Background: an optimization exercise with open tools, aiming at small area. Do not read the settings as production practice. At most, simulation tests tie the RTL to the original design; equivalence was not proved. Power and IR drop assume default switching activity.

==> branch umber <==
// sdm_bank
module sdm_bank #(
    parameter NCH = 4
) (
    input  wire              clk,
    input  wire              rst,
    input  wire              sdm_stb,
    input  wire [NCH-1:0]    sdm_dat,
    input  wire              cfg_we,
    input  wire [1:0]        cfg_ch,
    input  wire [1:0]        cfg_addr,
    input  wire [31:0]       cfg_wdata,
    output wire [NCH-1:0]    dat_valid,
    output wire [32*NCH-1:0] dat_word,
    output wire [NCH-1:0]    cmp_valid,
    output wire [16*NCH-1:0] cmp_value,
    output wire [NCH-1:0]    cmp_above,
    output wire [NCH-1:0]    cmp_below,
    output wire [NCH-1:0]    ovr,
    output wire [NCH-1:0]    active
);
Settings: LEC_CHECK=0, ABC_AREA=1, CAP_MARGIN=20, CORE_MARGIN=2, CORE_UTILIZATION=55, CTS_BUF_LIST=sky130_fd_sc_hd__clkbuf_4, PLACE_DENSITY=0.7, SLEW_MARGIN=20; clock period 12.0 ns.
standard.sh (not shown) runs the stock make flow with config.mk's settings and CLKGATE_MAP_FILE= SYNTH_SCRIPT=/design/flow/synth_recipe.tcl, a recipe that flattens the netlist after the stock synthesis.
==> flow/flow/run.sh <==
#!/bin/bash
# Standard layout, with the smallest buffer on the ports and clock tree
# synthesis with larger sink clusters and no dummy loads.
set -euo pipefail
export BUFFER_PORTS_ARGS="-buffer_cell sky130_fd_sc_hd__buf_1"
export CTS_ARGS="-sink_clustering_enable -repair_clock_nets -dont_use_dummy_load -buf_list sky130_fd_sc_hd__clkbuf_8 -sink_clustering_size 14 -sink_clustering_max_diameter 60"
bash standard.sh > standard.log 2>&1
==> branch maple: changes against branch umber <==
--- a/flow/design.v
+++ b/flow/design.v
@@ -1,16 +1,15 @@
 module sdm_scale #(
     parameter SW  = 24,              
     parameter P   = 5,               
     parameter RW  = 8,               
     parameter ST  = 4,               
     parameter C   = 9,               
-    parameter OVL = 0,               
-    parameter LO  = -1               
+    parameter OVL = 0                
 ) (
     input  wire          clk,
     input  wire          rst,
     input  wire [3:0]    pend,        
     output wire [1:0]    sel,         
     input  wire [SW-1:0] s_in,        
     output wire [3:0]    load,        
     output reg  [1:0]    ch1,         
@@ -30,55 +29,65 @@
     reg          f2, f3;             
     reg          l2, l3;             
     reg [3:0]    cnt;
     reg [SR-1:0] sreg;
     reg [RW-1:0] r1, r2, r3;
     reg [ST-1:0] qq1, qq2;
     reg [XW-1:0] x;
     wire l1   = cnt == C - 1;
-    wire [3:0] cnt_nx;
-    sdm_inc #(4) u_cnt (.a(cnt), .ci(1'b1), .s(cnt_nx), .co());
     wire free = OVL ? (!a1 || l1) : (!a1 && !a2 && (!a3 || l3));
     wire any  = |pend;
     assign sel  = pend[0] ? 2'd0 : pend[1] ? 2'd1 : pend[2] ? 2'd2 : 2'd3;
     wire   take = free && any;
     assign load = take ? (4'b0001 << sel) : 4'b0000;
-    wire [ST-1:0]        in1 = sreg[SR-1 -: ST];
-    wire [(ST+1)*RW-1:0] c1, c2, c3;      
-    wire [ST-1:0]        q1, q2, q3;
-    assign c1[RW-1:0] = r1;
-    assign c2[RW-1:0] = f2 ? {RW{1'b0}} : r2;
-    assign c3[RW-1:0] = f3 ? {RW{1'b0}} : r3;
-    genvar k;
-    generate
-        for (k = 0; k < ST; k = k + 1) begin : g_step
-            sdm_step #(.RW(RW), .LO(LO)) u_s1 (.r(c1[k*RW +: RW]), .b(in1[ST-1-k]), .m1(dv1),
-                .q(q1[ST-1-k]), .n(c1[(k+1)*RW +: RW]));
-            sdm_step #(.RW(RW), .LO(LO)) u_s2 (.r(c2[k*RW +: RW]), .b(qq1[ST-1-k]), .m1(dv2),
-                .q(q2[ST-1-k]), .n(c2[(k+1)*RW +: RW]));
-            sdm_step #(.RW(RW), .LO(LO)) u_s3 (.r(c3[k*RW +: RW]), .b(qq2[ST-1-k]), .m1(dv3),
-                .q(q3[ST-1-k]), .n(c3[(k+1)*RW +: RW]));
+    reg [RW-1:0] n1, n2, n3;
+    reg [ST-1:0] q1, q2, q3;
+    reg [RW:0]   t;
+    reg [RW+1:0] u;
+    integer i;
+    wire [ST-1:0] in1 = sreg[SR-1 -: ST];
+    always @* begin
+        n1 = r1;
+        for (i = ST - 1; i >= 0; i = i - 1) begin
+            t = {n1, in1[i]};
+            u = {1'b0, t} + {1'b0, ~dv1};      
+            q1[i] = u[RW+1];
+            if (q1[i]) t = u[RW:0];
+            n1 = t[RW-1:0];
         end
-    endgenerate
-    wire [RW-1:0] n1 = c1[ST*RW +: RW];
-    wire [RW-1:0] n2 = c2[ST*RW +: RW];
-    wire [RW-1:0] n3 = c3[ST*RW +: RW];
+        n2 = f2 ? {RW{1'b0}} : r2;
+        for (i = ST - 1; i >= 0; i = i - 1) begin
+            t = {n2, qq1[i]};
+            u = {1'b0, t} + {1'b0, ~dv2};      
+            q2[i] = u[RW+1];
+            if (q2[i]) t = u[RW:0];
+            n2 = t[RW-1:0];
+        end
+        n3 = f3 ? {RW{1'b0}} : r3;
+        for (i = ST - 1; i >= 0; i = i - 1) begin
+            t = {n3, qq2[i]};
+            u = {1'b0, t} + {1'b0, ~dv3};      
+            q3[i] = u[RW+1];
+            if (q3[i]) t = u[RW:0];
+            n3 = t[RW-1:0];
+        end
+    end
     always @(posedge clk) begin
         if (rst) begin
             a1   <= 1'b0;
             a2   <= 1'b0;
             a3   <= 1'b0;
             done <= 1'b0;
         end else begin
             if (a1) begin
                 sreg <= sreg << ST;
                 r1   <= n1;
                 qq1  <= q1;
-                cnt  <= cnt_nx;
+                cnt  <= cnt + 4'd1;
                 if (l1) a1 <= 1'b0;
             end
             if (take) begin
                 a1   <= 1'b1;
                 cnt  <= 4'd0;
                 ch1  <= sel;
                 r1   <= s_in[SW-1 -: P];
                 sreg <= s_in[SR-1:0];
@@ -99,18 +108,17 @@
                 r3 <= n3;
                 x  <= {x[XW-ST-1:0], q3};
             end
             done <= a3 && l3;
             if (a3 && l3) dch <= ch3;
         end
     end
     wire [17:0] xs = x[XW-1:E];
-    wire [17:0] xr;
-    sdm_inc #(18) u_inc (.a(xs), .ci(1'b1), .s(xr), .co());
+    wire [18:0] xr = {1'b0, xs} + 19'd1;
     wire [16:0] q  = xr[17:1];
     assign code = q[16] ? 16'h7FFF : {~q[15], q[14:0]};
 endmodule
 module sdm_add #(
     parameter W = 12
 ) (
     input  wire [W-1:0] a,
     input  wire [W-1:0] b,
@@ -124,65 +132,16 @@
     generate
         for (i = 0; i < W; i = i + 1) begin : g_bit
             assign s[i]   = a[i] ^ b[i] ^ c[i];
             assign c[i+1] = (a[i] & b[i]) | (c[i] & (a[i] ^ b[i]));
         end
     endgenerate
     assign co = c[W];
 endmodule
-module sdm_inc #(
-    parameter W = 8
-) (
-    input  wire [W-1:0] a,
-    input  wire         ci,
-    output wire [W-1:0] s,
-    output wire         co
-);
-    wire [W:0] c;
-    assign c[0] = ci;
-    genvar i;
-    generate
-        for (i = 0; i < W; i = i + 1) begin : g_bit
-            assign s[i]   = a[i] ^ c[i];
-            assign c[i+1] = a[i] & c[i];
-        end
-    endgenerate
-    assign co = c[W];
-endmodule
-module sdm_step #(
-    parameter RW = 8,
-    parameter LO = 0
-) (
-    input  wire [RW-1:0] r,
-    input  wire          b,
-    input  wire [RW:0]   m1,
-    output wire          q,
-    output wire [RW-1:0] n
-);
-    wire [RW:0] t  = {r, b};
-    wire [RW:0] nm = ~m1;
-    wire [RW:0] u;
-    generate
-        if (LO < 0) begin : g_beh
-            assign {q, u} = {1'b0, t} + {1'b0, nm};
-        end else if (LO == 0) begin : g_rip
-            sdm_add #(RW + 1) u_a (.a(t), .b(nm), .ci(1'b0), .s(u), .co(q));
-        end else begin : g_sel
-            wire          cl, c0, c1;
-            wire [RW-LO:0] h0, h1;
-            sdm_add #(LO)         u_l  (.a(t[LO-1:0]), .b(nm[LO-1:0]), .ci(1'b0), .s(u[LO-1:0]), .co(cl));
-            sdm_add #(RW + 1 - LO) u_h0 (.a(t[RW:LO]), .b(nm[RW:LO]), .ci(1'b0), .s(h0), .co(c0));
-            sdm_add #(RW + 1 - LO) u_h1 (.a(t[RW:LO]), .b(nm[RW:LO]), .ci(1'b1), .s(h1), .co(c1));
-            assign u[RW:LO] = cl ? h1 : h0;
-            assign q        = cl ? c1 : c0;
-        end
-    endgenerate
-    assign n = q ? u[RW-1:0] : t[RW-1:0];
-endmodule
 module sdm_channel (
     input  wire        clk,
     input  wire        rst,
     input  wire        stb,           
     input  wire        dat,           
     input  wire        we,            
     input  wire [1:0]  addr,
     input  wire [31:0] wdata,
@@ -227,28 +186,22 @@
     wire [5:0] w_osr = wdata[13:8];
     wire [1:0] w_ord = wdata[4:3];
     wire [5:0] w_sat = wdata[13:8];
     wire [8:0] w_dec_m1 = w_dec - 9'd1;
     wire [5:0] w_osr_m1 = w_osr - 6'd1;
     wire smp = stb && en;
     reg [5:0] run;
     reg       last_sat;
-    wire [5:0] run_inc;
-    sdm_inc #(6) u_run (.a(run), .ci(run != 6'd63), .s(run_inc), .co());
-    wire [5:0] run_nx = (run != 6'd0 && dat == op_dat) ? run_inc : 6'd1;
+    wire [5:0] run_nx = (run != 6'd0 && dat == op_dat) ? ((run == 6'd63) ? 6'd63 : run + 6'd1) : 6'd1;
     wire       sat_nx = run_nx >= sat_n;
     reg [7:0] dphase;
     reg [1:0] dcount;
     reg       sat_cur, sat_lvl, sat_h1, sat_h2;
     reg [4:0] cphase;
-    wire [7:0] dphase_inc;
-    wire [4:0] cphase_inc;
-    sdm_inc #(8) u_dph (.a(dphase), .ci(1'b1), .s(dphase_inc), .co());
-    sdm_inc #(5) u_cph (.a(cphase), .ci(1'b1), .s(cphase_inc), .co());
     wire dend       = dphase == dec_m1;
     wire cend       = cmp_en && cphase == osr_m1;
     wire sat_cur_nx = sat_cur | sat_nx;
     wire sat_lvl_nx = sat_nx ? dat : sat_lvl;
     always @(posedge clk) begin
         if (rst) begin
             en         <= 1'b0;
             sat_n      <= 6'd24;
@@ -313,28 +266,28 @@
                 d_n1    <= dec_m1;
                 d_ovr   <= sat_cur_nx;
                 d_susp  <= (dcount != 2'd2) | sat_cur_nx | sat_h1 | sat_h2;
                 d_lvl   <= sat_lvl_nx;
                 sat_h2  <= sat_h1;
                 sat_h1  <= sat_cur_nx;
                 sat_cur <= 1'b0;
             end else begin
-                dphase  <= dphase_inc;
+                dphase  <= dphase + 8'd1;
                 sat_cur <= sat_cur_nx;
             end
             if (cmp_en) begin
                 if (cend) begin
                     cphase <= 5'd0;
                     c_m1   <= osr_m1;
                     c_k    <= ord_k;
                     c_lo   <= lim_lo;
                     c_hi   <= lim_hi;
                 end else begin
-                    cphase <= cphase_inc;
+                    cphase <= cphase + 5'd1;
                 end
             end
         end
         if (enabling) begin
             run      <= 6'd0;
             last_sat <= 1'b0;
             dphase   <= 8'd0;
             dcount   <= 2'd0;
@@ -519,17 +472,17 @@
     end
     wire [1:0]  dsel, dch1, dch2, dch3, dch;
     wire        ddone;
     wire [15:0] dcode;
     wire [1:0]  dpos = dsel - ph;
     wire [8:0]  dn1  = {1'b0, d_n1[8*dch1 +: 8]};
     wire [8:0]  dn2  = {1'b0, d_n1[8*dch2 +: 8]};
     wire [8:0]  dn3  = {1'b0, d_n1[8*dch3 +: 8]};
-    sdm_scale #(.SW(24), .P(5), .RW(8), .ST(3), .C(12), .OVL(1), .LO(5)) u_dscale (
+    sdm_scale #(.SW(24), .P(5), .RW(8), .ST(3), .C(12), .OVL(1)) u_dscale (
         .clk(clk), .rst(rst),
         .pend(d_pend), .sel(dsel), .s_in(rsd[24*dpos +: 24]), .load(dload),
         .ch1(dch1), .ch2(dch2), .ch3(dch3),
         .dv1(dn1), .dv2(dn2), .dv3(dn3),
         .done(ddone), .dch(dch), .code(dcode)
     );
     wire        o_ovr  = d_ovr[dch];
     wire        o_susp = d_susp[dch];
==> results by group <==
Timing
  • Slew of the pin with the lowest slew margin: 1080 ps
  • Fmax: 97.8 MHz

Setup path
  • Worst r2r src: ph[1]$_SDFF_PP0_
  • Reg2reg setup slack: 1770 ps

Placement
  • Final Wtd Congestion: 0.904

Cells and area
  • Post-layout util: 0.580
  • Nets: 7389

Clock network
  • Worst-path clk slew: 90 ps

Global route
  • Vias in the first global route: 43800
  • GR Util met1: 0.307

Status
  • Status: timing/DRC/antenna clean

Logic synthesis
  • Post-Synth XOR/XNOR Area: 0.0233

Power and ir drop
  • Combinational power: 2.72 mW

Floorplanning
  • Chip Width: 353 um
# the run above: branch maple

==> results by group <==
Clock network
  • Worst-path clk slew: 80 ps

Global route
  • Vias in the first global route: 40400

Power and ir drop
  • Combinational power: 2.60 mW

Floorplanning
  • Chip Width: 350 um

Placement
  • Final Wtd Congestion: 0.842

Status
  • Status: timing/DRC/antenna clean

Logic synthesis
  • Post-Synth XOR/XNOR Area: 0.0134
# the run above: branch umber

For branch umber, only the layout was checked, not whether the RTL still works.

[port drivers added, routing unchanged]
The flow's constraints put no driver on any port. The routed layouts listed below were extracted and timed again, unchanged, in two steps. Step 1: set_driving_cell puts a clkbuf_16 on clk and a buf_2 on each other input, an assumption about the parent block. Step 2 times the ports against the registers' clock, not the clock port: input delays grow and output delays shrink by t, the midpoint of the rising clock arrivals with the driver on. a / b / c = ideal / step 1 / step 2; a / b = the first two.
| run | shift t [ns] | setup slack, ns | slew at the worst register clock pin (ns) |
|---|---|---|---|
| branch umber | 0.862 | 0.714 / 0.714 / 0.714 | 0.10 / 0.10 |
| branch maple | 0.908 | 1.771 / 1.771 / 1.771 | 0.09 / 0.09 |
After both steps setup and hold are still met in every run listed.
